This is an optimization exercise on Yosys and OpenROAD, whose aim is small area and a short achievable clock period, not a production implementation. Function not checked in this run: the RTL went through the layout flow alone. Power is estimated from default activity; no workload was simulated.

==> design.v <==
module lt_decode (
    input  wire [3:0]  fmt,
    input  wire [15:0] x,
    input  wire [7:0]  scale,
    output reg         is_nan,
    output reg         is_inf,
    output reg         fs,
    output reg  [11:0] v,
    output wire        nz,
    output reg  [7:0]  ef,
    output wire [7:0]  sc,
    output reg  [3:0]  tz
);
    wire is_mx = fmt[3] && (fmt[2:0] <= 3'd5);
    assign sc  = is_mx ? scale : 8'd127;
    wire scale_nan = is_mx && (scale == 8'hFF);
    wire [3:0] e43 = x[6:3];
    wire [4:0] e52 = x[6:2];
    wire [1:0] e23 = x[4:3];
    wire [2:0] e32 = x[4:2];
    wire [1:0] e21 = x[2:1];
    wire [7:0] ebf = x[14:7];
    wire [4:0] ehf = x[14:10];
    wire [7:0] i8  = x[7:0];
    reg fnan;
    always @(*) begin
        fnan   = 1'b0;
        is_inf = 1'b0;
        fs     = 1'b0;
        v      = 12'd0;
        ef     = 8'd0;
        case (fmt)
            4'd0, 4'd8: begin
                fs = x[7];
                if (e43 == 4'hF && x[2:0] == 3'h7) fnan = 1'b1;
                v  = {8'd0, (e43 != 4'd0), x[2:0]};
                ef = {4'd0, e43[3:1], e43[0] | (e43 == 4'd0)};
            end
            4'd1, 4'd9: begin
                fs = x[7];
                if (e52 == 5'h1F) begin
                    if (x[1:0] == 2'd0) is_inf = 1'b1;
                    else                fnan   = 1'b1;
                end
                v  = {9'd0, (e52 != 5'd0), x[1:0]};
                ef = {3'd0, e52[4:1], e52[0] | (e52 == 5'd0)};
            end
            4'd2, 4'd10: begin
                fs = x[5];
                v  = {8'd0, (e23 != 2'd0), x[2:0]};
                ef = {6'd0, e23[1], e23[0] | (e23 == 2'd0)};
            end
            4'd3, 4'd11: begin
                fs = x[5];
                v  = {9'd0, (e32 != 3'd0), x[1:0]};
                ef = {5'd0, e32[2:1], e32[0] | (e32 == 3'd0)};
            end
            4'd4, 4'd12: begin
                fs = x[3];
                v  = {10'd0, (e21 != 2'd0), x[0]};
                ef = {6'd0, e21[1], e21[0] | (e21 == 2'd0)};
            end
            4'd5, 4'd13: begin
                v  = {{4{i8[7]}}, i8};
            end
            4'd6: begin
                fs = x[15];
                if (ebf == 8'hFF) begin
                    if (x[6:0] == 7'd0) is_inf = 1'b1;
                    else                fnan   = 1'b1;
                end
                v  = {4'd0, (ebf != 8'd0), x[6:0]};
                ef = {ebf[7:1], ebf[0] | (ebf == 8'd0)};
            end
            4'd7: begin
                fs = x[15];
                if (ehf == 5'h1F) begin
                    if (x[9:0] == 10'd0) is_inf = 1'b1;
                    else                 fnan   = 1'b1;
                end
                v  = {1'b0, (ehf != 5'd0), x[9:0]};
                ef = {3'd0, ehf[4:1], ehf[0] | (ehf == 5'd0)};
            end
            default: fnan = 1'b1;
        endcase
        is_nan = fnan || scale_nan;
    end
    assign nz = (v != 12'd0) && !is_nan && !is_inf;
    integer k;
    always @(*) begin
        tz = 4'd0;
        for (k = 10; k >= 0; k = k - 1)
            if (v[k]) tz = k[3:0];
    end
endmodule
module lt_bias (
    input  wire [3:0]        fmt,
    output reg  signed [9:0] b
);
    always @(*) begin
        case (fmt[2:0])
            3'd0:    b = -10'sd137;    
            3'd1:    b = -10'sd144;    
            3'd2:    b = -10'sd131;    
            3'd3:    b = -10'sd132;    
            3'd4:    b = -10'sd129;    
            3'd5:    b = fmt[3] ? -10'sd133 : -10'sd127;    
            3'd6:    b = -10'sd261;    
            default: b = -10'sd152;    
        endcase
    end
endmodule
module lt_booth (
    input  wire [11:0] a,
    output reg  [5:0]  one,     
    output reg  [5:0]  two,     
    output reg  [5:0]  ng       
);
    integer k;
    reg [2:0] t;
    always @(*) begin
        for (k = 0; k < 6; k = k + 1) begin
            t = {a[2*k+1], a[2*k], (k == 0) ? 1'b0 : a[2*k-1]};
            one[k] = t[1] ^ t[0];
            two[k] = (t == 3'b100) || (t == 3'b011);
            ng[k]  = t[2];
        end
    end
endmodule
module lt_mul (
    input  wire [5:0]  one,
    input  wire [5:0]  two,
    input  wire [11:0] b,
    input  wire [5:0]  nx,
    output wire [22:0] p
);
    reg [12:0] row [0:5];
    integer k, i;
    always @(*) begin
        for (k = 0; k < 6; k = k + 1)
            for (i = 0; i < 13; i = i + 1)
                row[k][i] = ((one[k] && b[(i < 12) ? i : 11]) ||
                             (two[k] && (i > 0) && b[(i > 0) ? i - 1 : 0])) ^ nx[k];
    end
    wire w1 = row[0][10] ^ row[1][8];
    wire w2 = row[0][10] & row[1][8];
    wire w3 = row[0][11] ^ row[1][9];
    wire w4 = row[0][11] & row[1][9];
    wire w5 = row[0][12] ^ row[1][10];
    wire w6 = row[0][12] & row[1][10];
    wire w7 = row[0][12] ^ row[1][11];
    wire w8 = row[0][12] & row[1][11];
    wire w9 = ~row[0][12] ^ ~row[1][12];
    wire w10 = ~row[0][12] & ~row[1][12];
    wire w11 = row[0][6] ^ row[1][4];
    wire w12 = row[0][6] & row[1][4];
    wire w13 = row[0][7] ^ row[1][5];
    wire w14 = row[0][7] & row[1][5];
    wire w15 = row[0][8] ^ row[1][6] ^ row[2][4];
    wire w16 = (row[0][8] & row[1][6]) | (row[0][8] & row[2][4]) | (row[1][6] & row[2][4]);
    wire w17 = row[3][2] ^ row[4][0];
    wire w18 = row[3][2] & row[4][0];
    wire w19 = row[0][9] ^ row[1][7] ^ row[2][5];
    wire w20 = (row[0][9] & row[1][7]) | (row[0][9] & row[2][5]) | (row[1][7] & row[2][5]);
    wire w21 = row[3][3] ^ row[4][1];
    wire w22 = row[3][3] & row[4][1];
    wire w23 = row[2][6] ^ row[3][4] ^ row[4][2];
    wire w24 = (row[2][6] & row[3][4]) | (row[2][6] & row[4][2]) | (row[3][4] & row[4][2]);
    wire w25 = row[5][0] ^ nx[5] ^ w1;
    wire w26 = (row[5][0] & nx[5]) | (row[5][0] & w1) | (nx[5] & w1);
    wire w27 = row[2][7] ^ row[3][5] ^ row[4][3];
    wire w28 = (row[2][7] & row[3][5]) | (row[2][7] & row[4][3]) | (row[3][5] & row[4][3]);
    wire w29 = row[5][1] ^ w2 ^ w3;
    wire w30 = (row[5][1] & w2) | (row[5][1] & w3) | (w2 & w3);
    wire w31 = row[2][8] ^ row[3][6] ^ row[4][4];
    wire w32 = (row[2][8] & row[3][6]) | (row[2][8] & row[4][4]) | (row[3][6] & row[4][4]);
    wire w33 = row[5][2] ^ w4 ^ w5;
    wire w34 = (row[5][2] & w4) | (row[5][2] & w5) | (w4 & w5);
    wire w35 = row[2][9] ^ row[3][7] ^ row[4][5];
    wire w36 = (row[2][9] & row[3][7]) | (row[2][9] & row[4][5]) | (row[3][7] & row[4][5]);
    wire w37 = row[5][3] ^ w6 ^ w7;
    wire w38 = (row[5][3] & w6) | (row[5][3] & w7) | (w6 & w7);
    wire w39 = row[2][10] ^ row[3][8] ^ row[4][6];
    wire w40 = (row[2][10] & row[3][8]) | (row[2][10] & row[4][6]) | (row[3][8] & row[4][6]);
    wire w41 = row[5][4] ^ w8 ^ w9;
    wire w42 = (row[5][4] & w8) | (row[5][4] & w9) | (w8 & w9);
    wire w43 = 1'b1 ^ row[2][11] ^ row[3][9];
    wire w44 = (1'b1 & row[2][11]) | (1'b1 & row[3][9]) | (row[2][11] & row[3][9]);
    wire w45 = row[4][7] ^ row[5][5] ^ w10;
    wire w46 = (row[4][7] & row[5][5]) | (row[4][7] & w10) | (row[5][5] & w10);
    wire w47 = ~row[2][12] ^ row[3][10] ^ row[4][8];
    wire w48 = (~row[2][12] & row[3][10]) | (~row[2][12] & row[4][8]) | (row[3][10] & row[4][8]);
    wire w49 = 1'b1 ^ row[3][11];
    wire w50 = 1'b1 & row[3][11];
    wire w51 = row[0][4] ^ row[1][2];
    wire w52 = row[0][4] & row[1][2];
    wire w53 = row[0][5] ^ row[1][3];
    wire w54 = row[0][5] & row[1][3];
    wire w55 = row[2][2] ^ row[3][0] ^ nx[3];
    wire w56 = (row[2][2] & row[3][0]) | (row[2][2] & nx[3]) | (row[3][0] & nx[3]);
    wire w57 = row[2][3] ^ row[3][1] ^ w12;
    wire w58 = (row[2][3] & row[3][1]) | (row[2][3] & w12) | (row[3][1] & w12);
    wire w59 = nx[4] ^ w14 ^ w15;
    wire w60 = (nx[4] & w14) | (nx[4] & w15) | (w14 & w15);
    wire w61 = w16 ^ w18 ^ w19;
    wire w62 = (w16 & w18) | (w16 & w19) | (w18 & w19);
    wire w63 = w20 ^ w22 ^ w23;
    wire w64 = (w20 & w22) | (w20 & w23) | (w22 & w23);
    wire w65 = w24 ^ w26 ^ w27;
    wire w66 = (w24 & w26) | (w24 & w27) | (w26 & w27);
    wire w67 = w28 ^ w30 ^ w31;
    wire w68 = (w28 & w30) | (w28 & w31) | (w30 & w31);
    wire w69 = w32 ^ w34 ^ w35;
    wire w70 = (w32 & w34) | (w32 & w35) | (w34 & w35);
    wire w71 = w36 ^ w38 ^ w39;
    wire w72 = (w36 & w38) | (w36 & w39) | (w38 & w39);
    wire w73 = w40 ^ w42 ^ w43;
    wire w74 = (w40 & w42) | (w40 & w43) | (w42 & w43);
    wire w75 = row[5][6] ^ w44 ^ w46;
    wire w76 = (row[5][6] & w44) | (row[5][6] & w46) | (w44 & w46);
    wire w77 = row[4][9] ^ row[5][7] ^ w48;
    wire w78 = (row[4][9] & row[5][7]) | (row[4][9] & w48) | (row[5][7] & w48);
    wire w79 = ~row[3][12] ^ row[4][10] ^ row[5][8];
    wire w80 = (~row[3][12] & row[4][10]) | (~row[3][12] & row[5][8]) | (row[4][10] & row[5][8]);
    wire w81 = 1'b1 ^ row[4][11];
    wire w82 = 1'b1 & row[4][11];
    wire w83 = row[0][2] ^ row[1][0];
    wire w84 = row[0][2] & row[1][0];
    wire w85 = row[0][3] ^ row[1][1];
    wire w86 = row[0][3] & row[1][1];
    wire w87 = row[2][0] ^ nx[2] ^ w51;
    wire w88 = (row[2][0] & nx[2]) | (row[2][0] & w51) | (nx[2] & w51);
    wire w89 = row[2][1] ^ w52 ^ w53;
    wire w90 = (row[2][1] & w52) | (row[2][1] & w53) | (w52 & w53);
    wire w91 = w11 ^ w54 ^ w55;
    wire w92 = (w11 & w54) | (w11 & w55) | (w54 & w55);
    wire w93 = w13 ^ w56 ^ w57;
    wire w94 = (w13 & w56) | (w13 & w57) | (w56 & w57);
    wire w95 = w17 ^ w58 ^ w59;
    wire w96 = (w17 & w58) | (w17 & w59) | (w58 & w59);
    wire w97 = w21 ^ w60 ^ w61;
    wire w98 = (w21 & w60) | (w21 & w61) | (w60 & w61);
    wire w99 = w25 ^ w62 ^ w63;
    wire w100 = (w25 & w62) | (w25 & w63) | (w62 & w63);
    wire w101 = w29 ^ w64 ^ w65;
    wire w102 = (w29 & w64) | (w29 & w65) | (w64 & w65);
    wire w103 = w33 ^ w66 ^ w67;
    wire w104 = (w33 & w66) | (w33 & w67) | (w66 & w67);
    wire w105 = w37 ^ w68 ^ w69;
    wire w106 = (w37 & w68) | (w37 & w69) | (w68 & w69);
    wire w107 = w41 ^ w70 ^ w71;
    wire w108 = (w41 & w70) | (w41 & w71) | (w70 & w71);
    wire w109 = w45 ^ w72 ^ w73;
    wire w110 = (w45 & w72) | (w45 & w73) | (w72 & w73);
    wire w111 = w47 ^ w74 ^ w75;
    wire w112 = (w47 & w74) | (w47 & w75) | (w74 & w75);
    wire w113 = w49 ^ w76 ^ w77;
    wire w114 = (w49 & w76) | (w49 & w77) | (w76 & w77);
    wire w115 = w50 ^ w78 ^ w79;
    wire w116 = (w50 & w78) | (w50 & w79) | (w78 & w79);
    wire w117 = row[5][9] ^ w80 ^ w81;
    wire w118 = (row[5][9] & w80) | (row[5][9] & w81) | (w80 & w81);
    wire w119 = ~row[4][12] ^ row[5][10] ^ w82;
    wire w120 = (~row[4][12] & row[5][10]) | (~row[4][12] & w82) | (row[5][10] & w82);
    wire w121 = 1'b1 ^ row[5][11];
    wire w122 = 1'b1 & row[5][11];
    wire [22:0] x = {~row[5][12], w120, w118, w116, w114, w112, w110, w108, w106, w104, w102, w100, w98, w96, w94, w92, w90, w88, w86, w84, nx[1], row[0][1], row[0][0]};
    wire [22:0] y = {w122, w121, w119, w117, w115, w113, w111, w109, w107, w105, w103, w101, w99, w97, w95, w93, w91, w89, w87, w85, w83, 1'b0, nx[0]};
    assign p = x + y;
endmodule
module lt_clamp (
    input  wire [22:0] p,
    input  wire [4:0]  dc,
    input  wire        frc,
    output wire        clamp
);
    reg ge;
    integer i;
    always @(*) begin
        ge = 1'b0;
        for (i = 0; i < 22; i = i + 1)
            ge = ge | ((p[i] ^ p[22]) && (dc <= i));
    end
    assign clamp = frc || ge;
endmodule
module lt_place (
    input  wire [22:0]  p,
    input  wire [7:0]   s8,
    input  wire         clamp,
    input  wire [127:0] hi,       
    output wire [127:0] t
);
    wire sg = p[22];
    wire cp = clamp && !sg;       
    wire cn = clamp && sg;        
    integer i, k, n;
    wire [3:0] r = s8[3:0];
    wire [3:0] q = s8[7:4];
    reg [37:0] f;
    always @(*) begin
        f = {{15{sg}}, p};
        for (k = 0; k < 4; k = k + 1)
            if (r[k])
                for (i = 37; i >= 0; i = i - 1)
                    f[i] = (i >= (1 << k)) ? f[(i >= (1 << k)) ? i - (1 << k) : 0] : 1'b0;
    end
    reg [9:0]   qsel;
    reg [10:0]  ext, extl;
    reg [127:0] u;
    integer m;
    always @(*) begin
        for (k = 0; k < 10; k = k + 1)
            qsel[k] = !clamp && (q == k);
        for (m = 0; m <= 10; m = m + 1) begin
            ext[m] = 1'b0;
            for (k = 0; k < m; k = k + 1)
                ext[m] = ext[m] | qsel[k];
            ext[m]  = ext[m] && sg;
            extl[m] = ext[m] || cp;
        end
        for (i = 0; i < 128; i = i + 1) begin
            m = 0;
            for (k = 0; k < 10; k = k + 1)
                if (i + 22 - 16 * k > 37) m = k + 1;
            u[i] = (i < 64) ? extl[m] : (ext[m] || (hi[i] ? cp : cn));
            for (k = 0; k < 10; k = k + 1) begin
                n = i + 22 - 16 * k;
                if (n >= 0 && n <= 37)
                    u[i] = u[i] | (qsel[k] && f[n]);
            end
        end
    end
    assign t = u;
endmodule
module lt_flush (
    input  wire [15:0] g,
    input  wire [15:0] p,
    input  wire        en,
    input  wire        clr,
    output wire [15:0] cin
);
    reg [15:0] gg, pp, gn, pn;
    integer i, l;
    always @(*) begin
        gg = g;
        pp = p;
        for (l = 1; l < 16; l = l * 2) begin
            gn = gg; pn = pp;
            for (i = 0; i < 16; i = i + 1)
                if (i >= l) begin
                    gn[i] = gg[i] | (pp[i] & gg[i-l]);
                    pn[i] = pp[i] & pp[i-l];
                end
            gg = gn; pp = pn;
        end
    end
    assign cin = {gg[14:0], 1'b0} & {16{en && !clr}};
endmodule
module long_acc4 (
    input  wire         clk,
    input  wire         rst,
    input  wire [1:0]   cmd,
    input  wire [8:0]   open_w,
    input  wire [5:0]   open_c,
    input  wire         open_clamp,
    input  wire         open_lost,
    input  wire [3:0]   fmt_a,
    input  wire [15:0]  a,
    input  wire [7:0]   scale_a,
    input  wire [3:0]   fmt_b,
    input  wire [63:0]  b,
    input  wire [31:0]  scale_b,
    output reg          out_valid,
    output wire [511:0] out_acc,
    output wire         out_clamp,
    output wire         out_lost
);
    localparam CMD_OPEN   = 2'd1;
    localparam CMD_UPDATE = 2'd2;
    localparam CMD_READ   = 2'd3;
    wire        ia_nan, ia_inf, ia_fs, ia_nz;
    wire [11:0] ia_v;
    wire [7:0]  ia_ef, ia_sc;
    wire [3:0]  ia_tz;
    wire [5:0]  ia_one, ia_two, ia_ng;
    lt_decode u_dec_a (
        .fmt(fmt_a), .x(a), .scale(scale_a),
        .is_nan(ia_nan), .is_inf(ia_inf), .fs(ia_fs), .v(ia_v), .nz(ia_nz),
        .ef(ia_ef), .sc(ia_sc), .tz(ia_tz)
    );
    lt_booth u_booth (.a(ia_v), .one(ia_one), .two(ia_two), .ng(ia_ng));
    reg         updD, rdD, clrD, oclD, olsD;
    reg [3:0]   faD, fbD;
    reg         anD, aiD, azD;
    reg [7:0]   aeD, asD;
    reg [5:0]   oneD, twoD, ngD;
    reg [3:0]   negD;
    reg [11:0]  bvD  [0:3];
    reg [7:0]   beD  [0:3];
    reg [7:0]   bsD  [0:3];
    reg [3:0]   bnD, biD;
    reg signed [8:0] win_w;
    reg [5:0]   c_d;
    always @(posedge clk) begin
        updD <= !rst && (cmd == CMD_UPDATE);
        rdD  <= !rst && (cmd == CMD_READ);
        clrD <= rst || (cmd == CMD_OPEN);
        oclD <= !rst && open_clamp;
        olsD <= !rst && open_lost;
        faD  <= fmt_a;
        fbD  <= fmt_b;
        anD  <= ia_nan;
        aiD  <= ia_inf;
        azD  <= ia_nz;
        aeD  <= ia_ef;
        asD  <= ia_sc;
        oneD <= ia_one;
        ngD  <= ia_ng;
        twoD <= ia_two;
        if (rst) begin
            win_w <= 9'sd0;
            c_d   <= 6'd0;
        end else if (cmd == CMD_OPEN) begin
            win_w <= open_w;
            c_d   <= open_c;
        end
    end
    genvar j;
    generate
        for (j = 0; j < 4; j = j + 1) begin : g_dec
            wire        ib_nan, ib_inf, ib_fs, ib_nz;
            wire [11:0] ib_v;
            wire [7:0]  ib_ef, ib_sc;
            wire [3:0]  ib_tz;
            lt_decode u_dec_b (
                .fmt(fmt_b), .x(b[16*j +: 16]), .scale(scale_b[8*j +: 8]),
                .is_nan(ib_nan), .is_inf(ib_inf), .fs(ib_fs), .v(ib_v), .nz(ib_nz),
                .ef(ib_ef), .sc(ib_sc), .tz(ib_tz)
            );
            always @(posedge clk) begin
                bvD[j] <= ib_v;
                beD[j] <= ib_ef;
                bsD[j] <= ib_sc;
                bnD[j] <= ib_nan;
                biD[j] <= ib_inf;
                negD[j] <= ia_fs ^ ib_fs;
            end
        end
    endgenerate
    wire signed [9:0] bias_a, bias_b;
    lt_bias u_bias_a (.fmt(faD), .b(bias_a));
    lt_bias u_bias_b (.fmt(fbD), .b(bias_b));
    wire signed [11:0] sh0 = $signed({4'd0, aeD}) + $signed({4'd0, asD})
                           + bias_a + bias_b - win_w;
    wire signed [11:0] kk  = $signed({5'd0, ~c_d[5:0]}) + 12'sd64;
    wire signed [11:0] sp0 = sh0 + 12'sd22;
    wire signed [11:0] dk  = kk - sh0;
    reg         rdM, clrM, oclM, olsM, updM;
    reg [5:0]   c_m;
    reg         fclM;
    reg [22:0]  pM   [0:3];
    reg [7:0]   sM   [0:3];
    reg [4:0]   dcM  [0:3];
    reg [3:0]   frcM;
    wire [3:0] fcl_n;
    generate
        for (j = 0; j < 4; j = j + 1) begin : g_mul
            wire [22:0] p;
            lt_mul u_mul (
                .one(oneD), .two(twoD), .b(bvD[j]), .nx(ngD ^ {6{negD[j]}}), .p(p)
            );
            wire b_nz   = (bvD[j] != 12'd0) && !bnD[j] && !biD[j];
            wire nz     = azD && b_nz;
            wire nan    = anD || bnD[j];
            wire inf    = !nan && (aiD || biD[j]);
            wire inf_nz = inf && (aiD || azD) && (biD[j] || b_nz);
            wire        [8:0]  e  = {1'b0, beD[j]} + {1'b0, bsD[j]};
            wire signed [11:0] sp = sp0 + $signed({3'd0, e});
            wire signed [11:0] d  = dk - $signed({3'd0, e});
            wire [7:0] s8  = (!(updD && nz) || (!sp[11] && (|sp[10:8]))) ? 8'hF0 : sp[11] ? 8'h00 : sp[7:0];
            wire [4:0] dc  = (updD && nz && !d[11] && (d < 12'sd22)) ? d[4:0] : 5'd31;
            wire       frc = updD && (inf_nz || (nz && d[11]));
            assign fcl_n[j] = updD && (nan || inf);
            always @(posedge clk) begin
                pM[j]  <= p;
                sM[j]  <= s8;
                dcM[j]  <= dc;
                frcM[j] <= frc;
            end
        end
    endgenerate
    always @(posedge clk) begin
        rdM  <= rdD && !rst;
        updM <= updD;
        clrM <= clrD;
        oclM <= oclD;
        olsM <= olsD;
        fclM <= |fcl_n;
        if (clrD)
            c_m <= c_d;
    end
    reg [127:0] hi;
    integer i;
    always @(*) begin
        for (i = 0; i < 128; i = i + 1)
            hi[i] = (i < 64) ? 1'b1 : (i == 127) ? 1'b0 : (c_m <= 6'(126 - i));
    end
    reg [127:0] acc [0:3];
    reg         flag_clamp, flag_lost;
    wire [3:0]  clB, lsB;
    generate
        for (j = 0; j < 4; j = j + 1) begin : g_acc
            wire [127:0] t, sum;
            lt_clamp u_clamp (.p(pM[j]), .dc(dcM[j]), .frc(frcM[j]), .clamp(clB[j]));
            reg lost;
            integer m;
            always @(*) begin
                lost = 1'b0;
                for (m = 0; m < 22; m = m + 1)
                    lost = lost | (pM[j][m] && ({1'b0, sM[j]} + m < 9'd22));
            end
            assign lsB[j] = lost;
            lt_place u_place (
                .p(pM[j]), .s8(sM[j]), .clamp(clB[j]), .hi(hi), .t(t)
            );
            wire [127:0] ag = acc[j];
            reg  [15:1]  pc;
            wire [15:0]  pk = {pc, 1'b0};
            wire [16:0]  sc;                 
            wire [15:0]  lc;                 
            wire [15:0]  sg, sp;
            wire [128:0] cy;
            wire         fl = !updM && !clrM;
            genvar k;
            for (k = 0; k < 16; k = k + 1) begin : g_seg
                wire hi7 = &acc[j][8*k+1 +: 7];
                assign sg[k] = hi7 && acc[j][8*k] && pk[k];
                assign sp[k] = hi7 && (acc[j][8*k] ^ pk[k]);
            end
            lt_flush u_flush (.g(sg), .p(sp), .en(fl), .clr(clrM), .cin(lc));
            for (k = 0; k < 128; k = k + 1) begin : g_bit
                wire ci = (k % 8 == 0) ? (fl ? lc[k / 8] : (pk[k / 8] && !clrM)) : cy[k];
                wire tb = (k % 8 == 0) ? (t[k] || (fl && pk[k / 8])) : t[k];
                assign sum[k]  = ag[k] ^ tb ^ ci;
                assign cy[k+1] = (ag[k] & tb) | (ag[k] & ci) | (tb & ci);
            end
            for (k = 0; k < 16; k = k + 1) begin : g_sc
                assign sc[k+1] = cy[8*k+8];
            end
            assign cy[0] = 1'b0;
            assign sc[0] = 1'b0;
            always @(posedge clk) begin
                acc[j] <= sum & {128{!clrM}};
                pc     <= sc[15:1] & {15{updM}};
            end
            assign out_acc[128*j +: 128] = acc[j];
        end
    endgenerate
    always @(posedge clk) begin
        out_valid <= rdM && !rst;
        if (clrM) begin
            flag_clamp <= oclM;
            flag_lost  <= olsM;
        end else begin
            flag_clamp <= flag_clamp | fclM | (|clB);
            flag_lost  <= flag_lost  | (|lsB);
        end
    end
    assign out_clamp = flag_clamp;
    assign out_lost  = flag_lost;
endmodule
==> flow/run.sh <==
#!/bin/bash
# The standard layout, with plain buffers (not delay buffers) on the ports and
# timing repair aimed at 19.3 ns of setup slack.
set -uo pipefail
export BUFFER_PORTS_ARGS="-buffer_cell sky130_fd_sc_hd__buf_1"
export SETUP_SLACK_MARGIN=19.3
bash standard.sh > standard.log 2>&1
==> standard.sh <==
#!/bin/bash
# synth_recipe.tcl (not shown) runs the flow's synth.tcl, then flattens the netlist and writes it again
# the make line also repeats each setting of config.mk as NAME=value (left out here)
make -C /OpenROAD-flow-scripts/flow DESIGN_CONFIG=/design/flow/config.mk WORK_HOME=/design/flow/orfs CLKGATE_MAP_FILE= SYNTH_SCRIPT=/design/flow/synth_recipe.tcl "${@:-finish}"
==> config.mk <==
export PLATFORM = sky130hd
export DESIGN_NAME = long_acc4
export DESIGN_NICKNAME = long_acc4
export VERILOG_FILES = /design/flow/design.v
export SDC_FILE = /design/flow/constraint.sdc
export NUM_CORES = 8
export LEC_CHECK = 0
export CAP_MARGIN = 20
export CORE_MARGIN = 2
export CORE_UTILIZATION = 35
export SLEW_MARGIN = 20
==> constraint.sdc <==
create_clock -name core_clock -period 26.0 [get_ports {clk}]
set_input_delay 5.2000 -clock core_clock [delete_from_list [all_inputs] [get_ports {clk}]]
set_output_delay 5.2000 -clock core_clock [all_outputs]
set_load 0.01 [all_outputs]
==> impl_metrics.sql <==
INSERT INTO impl_metrics (metric_group, metric, value, unit) VALUES
('outcome', 'outcome', 'complete, no violations', ''),
('power_and_ir_drop', 'switching_power', '8.00', 'mW'),
('clocking', 'clock_path_buffers', '3', ''),
('worst_setup_path', 'slowest_delay', '460', 'ps'),
('clocking', 'clock_latency_of_the_later_clocked_register_in_the_worst_skew_pair', '830', 'ps'),
('routing', 'vias', '83326', ''),
('die', 'rows', '181', ''),
('logic_synthesis', 'top_cell_type_s_share_of_synthesized_area', '21.5', '%'),
('sta', 'min_period_over_period', '26.3', '%'),
('routing', 'drc', '0', ''),
('die', 'fp.dieArea', '249000', 'um2'),
('logic_synthesis', 'synth_edf_count', '6', ''),
('worst_setup_path', 'critPathCaptureType', 'flop', ''),
('cells_and_area', 'drive_above_1_share', '11.6', '%'),
('logic_synthesis', 'synth.largest_area_cell', 'sky130_fd_sc_hd__dfxtp_1', ''),
('sta', 'final.setup.tns', '0', 'ps'),
('place', 'gp_congestion', '1.02', ''),
('worst_setup_path', 'critPathSlowestCell', 'sky130_fd_sc_hd__fa_1', ''),
('worst_setup_path', 'critPathMaxFanout', '3', ''),
('sta', 'fin_worst_skew', '76.1', 'ps'),
('logic_synthesis', 'synthesis.area', '85600', 'um2'),
('sta', 'relSlewSlack', '12.1', '%'),
('logic_synthesis', 'post_synth_cell_types', '108', ''),
('sta', 'timing.hold.ws', '372', 'ps'),
('sta', 'timing_worst_slew_pin_value', '1310', 'ps'),
('clocking', 'cts_tree', 'done', ''),
('power_and_ir_drop', 'irDropWorstVdd', '0.000197', 'V'),
('logic_synthesis', 'ys_seq_elements', '924', ''),
('sta', 'rsz_0062_raised_after_global_routing', 'yes', ''),
('die', 'die_w', '499', 'um'),
('power_and_ir_drop', 'power.clock.fraction', '11.1', '%'),
('logic_synthesis', 'synth.avg_cell_area', '8.51', 'um2'),
('cells_and_area', 'area_delta_synth_final', '14.8', '%'),
('power_and_ir_drop', 'internal_power', '7.02', 'mW'),
('power_and_ir_drop', 'sw_frac_of_total', '53.3', '%'),
('worst_setup_path', 'critical_path.most_common_cell', 'sky130_fd_sc_hd__buf_6', ''),
('die', 'placeableCoreArea', '243000', 'um2'),
('global_route', 'grt.total_usage', '30.6', '%'),
('power_and_ir_drop', 'power.combinational.fraction', '72.7', '%'),
('global_route', 'met3_usage', '7.20', '%'),
('routing', 'drt_iter0_markers', '11028', ''),
('place', 'dp.cells', '13444', ''),
('logic_synthesis', 'asyncSetResetFlopFracSynth', '0', '%'),
('clocking', 'cts_num_sinks', '924', ''),
('power_and_ir_drop', 'power.static_leakage', '40.2', 'nW'),
('cells_and_area', 'layout.cells.non_filler', '13801', ''),
('global_route', 'grt_pass1_vias', '79122', ''),
('run', 'max_cap_violations', '0', ''),
('worst_setup_path', 'setup.worst_path.class', 'flop to flop', ''),
('worst_setup_path', 'crit_arrival', '7470', 'ps'),
('global_route', 'groute.layer.met2.usage', '45.7', '%'),
('power_and_ir_drop', 'power.density_cell_area', '153', 'nW/um2'),
('routing', 'viasPerCell', '6.04', ''),
('routing', 'route.final.wire_length', '398000', 'um'),
('global_route', 'maximum_number_of_pins_on_one_net_before_global_route_repair', '91', ''),
('logic_synthesis', 'syn_nets', '11242', ''),
('clocking', 'number_of_cts_inserted_buffers', '109', ''),
('cells_and_area', 'nets', '11662', ''),
('die', 'ios', '664', ''),
('place', 'detailed_place_hpwl', '295000', 'um'),
('clocking', 'clock_tree.htree_level_count', '3', ''),
('routing', 'wl_per_cell', '28.8', 'um'),
('global_route', 'grt_antenna_before_repair', '24', ''),
('place', 'place.port_buffers', '663', ''),
('sta', 'finalMaxSlewViolations', '0', ''),
('clocking', 'clockRootBuffer', 'sky130_fd_sc_hd__clkbuf_16', ''),
('clocking', 'cts.clk_slew.worst_paths', '60', 'ps'),
('sta', 'min_period', '6840', 'ps'),
('global_route', 'globalRoute.busiestLayer', 'met2', ''),
('worst_hold_path', 'hold_path_class', 'flop to flop', ''),
('logic_synthesis', 'synthesis.yosys.warnings', '23', '');
## power by group through the flow
| stage | clock network [mW] | registers, mW | logic (mW) |
|---|---|---|---|
| floorplan | 0 | 2.20 | 7.17 |
| global placement | 0 | 2.41 | 10.1 |
| detailed placement | 0 | 2.42 | 10.3 |
| CTS | 1.68 | 2.41 | 10.5 |
| global route | 1.73 | 2.46 | 11.9 |
| finish | 1.66 | 2.43 | 10.9 |
## worst max-delay path: cells and delay by family (launching register included)
family,cells,cell delay (ps)
buffers and inverters,32,2740
AO/OA/AOI/OAI,1,160
adder cells (fa/ha/maj),8,3140
AND/OR/NAND/NOR,3,320
flip-flops,1,360
## through the flow
| stage | instance area, um2 | util, % | worst slack, ps |
|---|---|---|---|
| after global placement | 91500 | 37.6 | 17660 |
| final | 98300 | 40.4 | 19160 |
| after global routing | 98300 | 40.4 | 19000 |
| after detailed placement | 91500 | 37.6 | 17590 |
| after floorplan | 85600 | - | 19200 |
| after CTS | 96800 | 39.8 | 19280 |
## worst paths after layout
kind              startpoint          to  slack [ps]  cells past startpoint
setup / recovery   acc[1][8]  acc[1][23]       19160                     44
hold / removal          oclD        oclM         370                      0
setup reg to reg   acc[1][8]  acc[1][23]       19160                     44
hold reg to reg         oclD        oclM         370                      0
## flip-flops by register name (all words and copies together) (netlist names), 6 cells and up
name      flops
acc         512
aeD           8
asD           8
beD          32
bsD          32
bvD          48
c_d           6
c_m           6
dcM          20
g_acc.pc     60
ngD           6
oneD          6
pM           92
sM           32
twoD          6
win_w         9
## per-layer routing
metal | vias to the layer above | wire (um)
li1 | 36267 | -
met1 | 40677 | 161000
met2 | 5280 | 169000
met3 | 1096 | 41800
met4 | 6 | 25800
met5 | - | 45
## placed cells by master (no fill, tap or decap), types with 41 or more instances in the layout
cell type	count
sky130_fd_sc_hd__clkbuf_16	119
sky130_fd_sc_hd__nor2_1	593
sky130_fd_sc_hd__dfxtp_2	123
sky130_fd_sc_hd__a211oi_1	49
sky130_fd_sc_hd__nand4_1	99
sky130_fd_sc_hd__a21oi_1	592
sky130_fd_sc_hd__a221oi_1	75
sky130_fd_sc_hd__a221o_1	44
sky130_fd_sc_hd__nor3_1	120
sky130_fd_sc_hd__ha_1	326
sky130_fd_sc_hd__dfxtp_1	764
sky130_fd_sc_hd__nand2b_1	108
sky130_fd_sc_hd__a22oi_1	493
sky130_fd_sc_hd__o21ai_0	360
sky130_fd_sc_hd__a21oi_2	41
sky130_fd_sc_hd__xnor2_1	592
sky130_fd_sc_hd__o211ai_1	153
sky130_fd_sc_hd__buf_4	345
sky130_fd_sc_hd__nor2b_1	554
sky130_fd_sc_hd__a21o_1	76
sky130_fd_sc_hd__and3_1	84
sky130_fd_sc_hd__xor2_1	249
sky130_fd_sc_hd__o221ai_1	98
sky130_fd_sc_hd__o21ai_1	50
sky130_fd_sc_hd__nand2_1	915
sky130_fd_sc_hd__a31oi_1	63
sky130_fd_sc_hd__and2_1	123
sky130_fd_sc_hd__buf_2	67
sky130_fd_sc_hd__inv_1	488
sky130_fd_sc_hd__o2111ai_1	54
sky130_fd_sc_hd__o21a_1	45
sky130_fd_sc_hd__nand3_1	237
sky130_fd_sc_hd__buf_6	45
sky130_fd_sc_hd__fa_1	667
sky130_fd_sc_hd__o22ai_1	88
sky130_fd_sc_hd__buf_1	552
sky130_fd_sc_hd__mux2i_1	132
sky130_fd_sc_hd__o21bai_1	76
## synth_stat cells (all sizes together), types with 30 or more instances
| cell type | count |
|---|---|
| nor4 | 46 |
| nand4 | 100 |
| a22oi | 493 |
| o21a | 45 |
| a21o | 78 |
| inv | 497 |
| o211ai | 153 |
| fa | 700 |
| or3 | 32 |
| a221oi | 76 |
| and2 | 128 |
| o221ai | 99 |
| dfxtp | 918 |
| a222oi | 33 |
| o21bai | 82 |
| buf | 154 |
| nor3 | 141 |
| clkbuf | 588 |
| xor2 | 259 |
| mux4 | 36 |
| nand2b | 108 |
| nor3b | 30 |
| a211oi | 55 |
| mux2 | 37 |
| ha | 329 |
| xnor2 | 611 |
| o21ai | 428 |
| a31oi | 69 |
| nor2 | 609 |
| o22ai | 88 |
| and3 | 85 |
| nor2b | 555 |
| a221o | 44 |
| nand2 | 926 |
| a21oi | 636 |
| nand3 | 241 |
| mux2i | 136 |
| o2111ai | 60 |
## cells by family after synthesis
kind of cell	Yosys count	share of synthesized area, %
mux	209	3.02
simple gates	3096	17.9
xor+xnor	870	9.01
flops	924	21.7
buf+inv	1252	5.58
compound gates	2662	21.3
fa+ha+maj	1051	21.4
## timing repair
item / 4_1_cts / 5_1_grt
pin swaps: 17 / 41
resized for setup: 364 / 202
endpoints found under the setup margin: 386 / 167
gates cloned: 9 / 7
buffers inserted: 54 / 60
## cell type report
cell class | instances | area, um2
diodes | 24 | 60.1
clock inverters | 57 | 687
flip-flops and latches | 924 | 18800
repair inverters | 1 | 5.00
inverters | 510 | 1950
clock buffers | 145 | 3140
multi-input cells | 7888 | 63200
repair buffers | 1050 | 6400
fillers | 24480 | 145000
well taps | 3202 | 4010

[port drivers added, routing unchanged]
The results above use ideal ports. As a check the final layout listed here was re-extracted and re-timed, cells and wires unchanged.
Step 1 sets driving cells, clkbuf_16 on the clock port and buf_2 on the other inputs (assumed; they add their load-dependent delay and slew).
Step 2 also shifts input and output timing later by t, the mid clock arrival at the registers, as if the neighbouring blocks saw the same clock.
Slacks: ideal / step 1 / step 2; pairs: ideal / step 1.
t, ns: 0.900
slack for setup (ns): 19.164 / 19.164 / 18.505
worst data-port slew with drivers (ns): 0.11
After both steps setup and hold are still met in this run. For this run, drivers alone change the setup slack by 0.000 ns; drivers and shift together by -0.659 ns.
